Source: an optimization exercise on an open RTL-to-GDS flow (aim: small area, a short achievable clock period and few clock cycles). Production flows keep margins and buffers that such runs may drop.
In this exercise RTL edits were held to simulation tests only and were not proved equivalent to the original.

==> flow/design.v (outline; a module is shown in full before it is edited, if it fits) <==
// module blade_blend: 218 lines
// module blade_blend_lane: 786 lines
// module blade_blend_lane_a: 719 lines
module blade_blend (
    input  wire        clk,
    input  wire        rst,
    input  wire        in_valid,
    output wire        in_ready,
    input  wire [1:0]  in_kind,
    input  wire        in_last,
    input  wire [19:0] in_red,
    input  wire [19:0] in_grn,
    input  wire [19:0] in_blu,
    input  wire [19:0] in_alp,
    input  wire [2:0]  in_op,
    input  wire [19:0] in_gal,
    output reg         out_valid,
    output wire [19:0] out_red,
    output wire [19:0] out_grn,
    output wire [19:0] out_blu,
    output wire [1:0]  out_cls
);
  // ...
==> flow/flow/run.sh <==
#!/bin/bash
# The standard layout (standard.sh: the standard flow's own ORFS flow, standard synthesis
# unchanged), with repair_timing aiming at a setup slack margin well above 0
# so that the layout is optimised for a short achieved period (clock period
# less setup slack). The clock, the I/O delays and the SDC are unchanged.
# The margin is higher up to clock tree synthesis than after global routing,
# where a high margin mostly grows the area. Each ORFS step writes its full
# log under orfs/logs/; make's output goes to make_*.log in this folder.
set -euo pipefail
bash standard.sh SETUP_SLACK_MARGIN=18.75 cts > make_cts.log 2>&1
bash standard.sh SETUP_SLACK_MARGIN=17 finish > make_finish.log 2>&1
==> flow/standard.sh <==
#!/bin/bash
# synth_recipe.tcl (not shown) runs the flow's synth.tcl, then flattens the netlist and writes it again
# the make line also repeats each setting of config.mk as NAME=value (left out here)
make -C /OpenROAD-flow-scripts/flow DESIGN_CONFIG=/design/flow/config.mk WORK_HOME=/design/flow/orfs CLKGATE_MAP_FILE= SYNTH_SCRIPT=/design/flow/synth_recipe.tcl "${@:-finish}"
==> flow/config.mk <==
export PLATFORM = sky130hd
export DESIGN_NAME = blade_blend
export DESIGN_NICKNAME = blade_blend
export VERILOG_FILES = /design/flow/design.v
export SDC_FILE = /design/flow/constraint.sdc
export NUM_CORES = 4
export LEC_CHECK = 0
export ABC_AREA = 1
export CAP_MARGIN = 20
export CORE_MARGIN = 2
export CORE_UTILIZATION = 40
export PLACE_DENSITY = 0.6
export SLEW_MARGIN = 20
==> flow/constraint.sdc <==
create_clock -name core_clock -period 26.0 [get_ports {clk}]
set_input_delay 5.2000 -clock core_clock [delete_from_list [all_inputs] [get_ports {clk}]]
set_output_delay 5.2000 -clock core_clock [all_outputs]
set_load 0.01 [all_outputs]
==> flow_summary.ini, run 1 <==
[place]
place.detailed.hpwl_um = 246000
dp.cells = 11723
finalWeightedCongestion = 1.02

[global_route]
globalRouteMet3Util_pct = 8.28
first_pass_grt_wire_length_um = 482000
first_global_vias = 71000
grt_start_max_net_pins = 82

[clock_network]
cts-root-to-sink-buffers = 3

[synth]
synth_async_sr_flop_share_pct = 0
yosys_register_bits = 322
synth.top_cells.by_count = inv_1, nand2_1, xor2_1
synth_compound_gate_area_share_pct = 16.9

[layout]
leading_cell_type_in_the_layout_fill_and_taps_excluded = inv_1
final-clk-cell-share_pct = 1.86
sequential_cell_area_share_pct = 11.3
antenna_cells_inserted = 2
layout-drive-gt1-share_pct = 7.75
finish.cell_count_without_fillers = 11905
design_area_um2 = 79400

[outcome]
run_status = timing/DRC/antenna clean

[setup_path]
cp-start-kind = flop
critPathBufInv = 7
critPathArrivalTime_ns = 7.93

[sta]
final.setup_skew_ns = 0.0151
setup_viol = 0
Testbench counts, summed over its fixed seeds: cycles 48,888.
==> inputs of run 2 (changes only) <==
--- a/flow/flow/run.sh
+++ b/flow/flow/run.sh
@@ -8,4 +8,4 @@
 # log under orfs/logs/; make's output goes to make_*.log in this folder.
 set -euo pipefail
-bash standard.sh SETUP_SLACK_MARGIN=18.75 cts > make_cts.log 2>&1
+bash standard.sh SETUP_SLACK_MARGIN=18.5 cts > make_cts.log 2>&1
 bash standard.sh SETUP_SLACK_MARGIN=17 finish > make_finish.log 2>&1
--- a/flow/config.mk
+++ b/flow/config.mk
@@ -9,5 +9,5 @@
 export CAP_MARGIN = 20
 export CORE_MARGIN = 2
-export CORE_UTILIZATION = 40
-export PLACE_DENSITY = 0.6
+export CORE_UTILIZATION = 55
+export PLACE_DENSITY = 0.7
 export SLEW_MARGIN = 20
==> run 2 against run 1 <==
- still clean
- area after synthesis unchanged
- register-to-register slack got worse by 0.50 ns
- setup slack got worse by 0.50 ns
- non-clock buffer count shrank 36
- core utilization increased by 15 points
- synthesized cell count is the same
- largest cell class unchanged
==> flow_summary.ini, run 2 <==
[outcome]
run_status = timing/DRC/antenna clean

[clock_network]
clock_tree_from_tritoncts = yes
number_of_buffers_added_by_the_clock_tree_synthesis_step = 45
clock-root-buffer = clkbuf_16
clk-insertion-delay-late_ns = 0.64
clk_pin_slew_worst_paths_ns = 0.07
cts-hold-fix-buffers = 0
clkSinkCount = 322
cts-htree-levels = 2
cts-root-to-sink-buffers = 3

[synth]
synth.yosys.seq_area_share_pct = 12.5
primary_ff_master_synth = edfxtp_1
synth_async_sr_flop_share_pct = 0
synth.top_cell.area_share_pct = 22.2
post-synth-top-count-cell = inv_1
synth_area_um2 = 71800
post_synth_xor_area_fraction_pct = 13.4
ys_types = 66
post_synth_mux_area_share_pct = 0
synth_top_cells_by_area = fa_1, xor2_1, edfxtp_1
synth.top_cells.by_count = inv_1, nand2_1, xor2_1
syn_nets = 10870
synth_simple_gate_area_share_pct = 14.9
synth_compound_gate_area_share_pct = 16.9
synth_top_area_cell = fa_1
ys.warnings.count = 9
combinational_family_with_the_most_area_after_synthesis = adder cells
syn-instance-count = 9506
synth-adder-area-share_pct = 30.2
yosys_register_bits = 322
synth-edff-count = 252
synth.avg_cell_area_um2 = 7.55

[sta]
maximum_frequency_from_static_timing_analysis_ghz = 0.124
final.setup_skew_ns = 0.0333
report.final.slew_viol_count = 0
finalHoldViolCount = 0
final.setup.tns_ns = 0
setup_viol = 0
tcrit_tclk_final_pct = 30.9
transition_time_of_the_tightest_slew_check_pin_ns = 1.13
fin_ws_ns = 17.95
max_slew_margin_pct = 24.5
period_minus_slack_ns = 8.05
grt_setup_unrepaired = no

[floorplan]
core_um2 = 129000
top_level_ports = 173
die_h_um = 365
start_util_pct = 55.4
placementRows = 132
die_width_um = 365
design.die.area_um2 = 133000

[global_route]
grt_overflow_total = 0
first_pass_grt_wire_length_um = 460000
antenna_found_initial = 8
first_global_vias = 70580
gr-usage-all-layers_pct = 46.6
grt_start_max_net_pins = 82

[hold_path]
hold_class = reg -> reg

[detailed_routing]
firstDrtPassIters = 11
route.vias.total = 72184
detailedRoute.firstIterationViolations = 9883
route.detailed.vias_per_inst = 6.41
post-route-drc-count = 0
drt-total-wl_um = 316000
ant_nets = 0
route.detailed.wl_per_inst_um = 28.1

[place]
pre_cts_ws_ns = 16.92
place.detailed.hpwl_um = 231000
port_buffers = 172
finalWeightedCongestion = 1.05

[setup_path]
cp_max_fanout = 79
type_of_element_capturing_the_critical_path = flop
critPathMaxStageDelay_ns = 0.70
required_ns = 26.47
timing.critical_path.slowest_stage_cell = fa_1
critPathArrivalTime_ns = 8.51
cp-start-kind = flop
most_frequent_cell_on_the_critical_path = fa_1
path_class = reg -> reg

[layout]
area.growth.synth_to_final_pct = 8.05
n_fill_cell = 12190
largest_register_ff_count = 66
regArea_um2 = 8980
layout.nets = 10834
final_cell_mix = inv_1, nand2_1, xor2_1
layout-drive-gt1-share_pct = 6.28
top_register = b_c
leading_cell_type_in_the_layout_fill_and_taps_excluded = inv_1
layout_top_registers = b_c x66, d_c x60, s_c x60
area_of_the_multi_input_gates_um2 = 54600

[run]
drv.max_cap_violation_count = 0
[run 2: changes by cell type in the layout (fill, tap and decap cells not counted), sizes merged]
cell	before	now
buf	299	265
clkinv	40	30
bufinv	3	7
clkbuf	56	59
clkinvlp	17	14
inv	1642	1645
bufbuf	2	0
diode	2	4
nor2	591	589
[run 2: final cells by class]
cell class / count / area share, %
multi-input cells: 6993 / 70.3
flip-flops and latches: 322 / 11.6
inverters: 1671 / 8.22
repair buffers: 437 / 5.04
well taps: 1742 / 2.81
clock buffers: 59 / 1.60
clock inverters: 25 / 0.410
diodes: 4 / 0.0129
[run 2: path summary, 6_finish.rpt]
path	start	to	slack (ns)	depth (start not counted)
setup / recovery	r_blend$_DFF_P_	b_c[1][13]$_DFFE_PP_	17.95	25
hold / removal	s_last$_DFFE_PN_	out_valid$_SDFF_PP0_	0.49	2
setup reg to reg	r_blend$_DFF_P_	b_c[1][13]$_DFFE_PP_	17.95	25
hold reg to reg	s_last$_DFFE_PN_	out_valid$_SDFF_PP0_	0.49	2
[run 2: layer usage]
layer  track usage (%)  wire, µm
met4              28.6     24100
met5             0.254       113
met1              60.2    116000
met2              67.6    130000
met3              15.0     45400
[run 2: kinds of logic after synthesis]
group	after synthesis
xor gates and xnor gates	1067
adders and majority gates	1255
DFF	322
buffers and inverters	2192
and+or+nand+nor	2616
AOI/OAI and AO/OA	2054
[run 2: worst max-delay path, delay by kind of cell (launching register included)]
kind / cells / cell delay (ns)
and+or+nand+nor: 5 / 0.75
adders and majority gates: 6 / 2.96
xor gates and xnor gates: 1 / 0.23
AOI/OAI and AO/OA: 8 / 2.57
buffers and inverters: 5 / 0.78
DFF: 1 / 0.54
[run 2: timing repair]
item | in CTS | in global routing
setup buffers | 46 | 0
resized for setup | 122 | 0
setup endpoints to repair | 256 | 0
[run 2: per-stage QoR]
step	hold slack, ns	utilization [%]	cells	area [µm²]
2_1_floorplan	0.437	-	9506	71800
3_3_place_gp	0.468	58.0	11117	75000
3_5_place_dp	0.481	58.0	11118	75100
4_1_cts	0.499	59.9	11249	77500
5_1_grt	0.544	59.9	11249	77600
6_report	0.491	59.9	11253	77600

-- what the ideal ports hide --
No port has a modelled driver above. Below, the same layouts with a new extraction and two added sets of constraints. Step 1, drivers: a clkbuf_16 drives clk and a buf_2 each remaining input, both assumed. Step 2 also shifts input and output timing later by t, the mid clock arrival at the registers, as if the neighbouring blocks saw the same clock. a / b / c = no drivers / after step 1 / after step 2; a / b = the first two.
run	shift t [ns]	setup slack, ns	latest minus earliest clock arrival (ns)
run 1	0.734	18.455 / 18.455 / 17.919	0.022 / 0.021
run 2	0.704	17.954 / 17.954 / 17.485	0.034 / 0.033
After both steps every run listed still meets setup and hold. For run 1, which loses most, drivers alone change the setup slack by 0.000 ns; drivers and shift together by -0.536 ns.
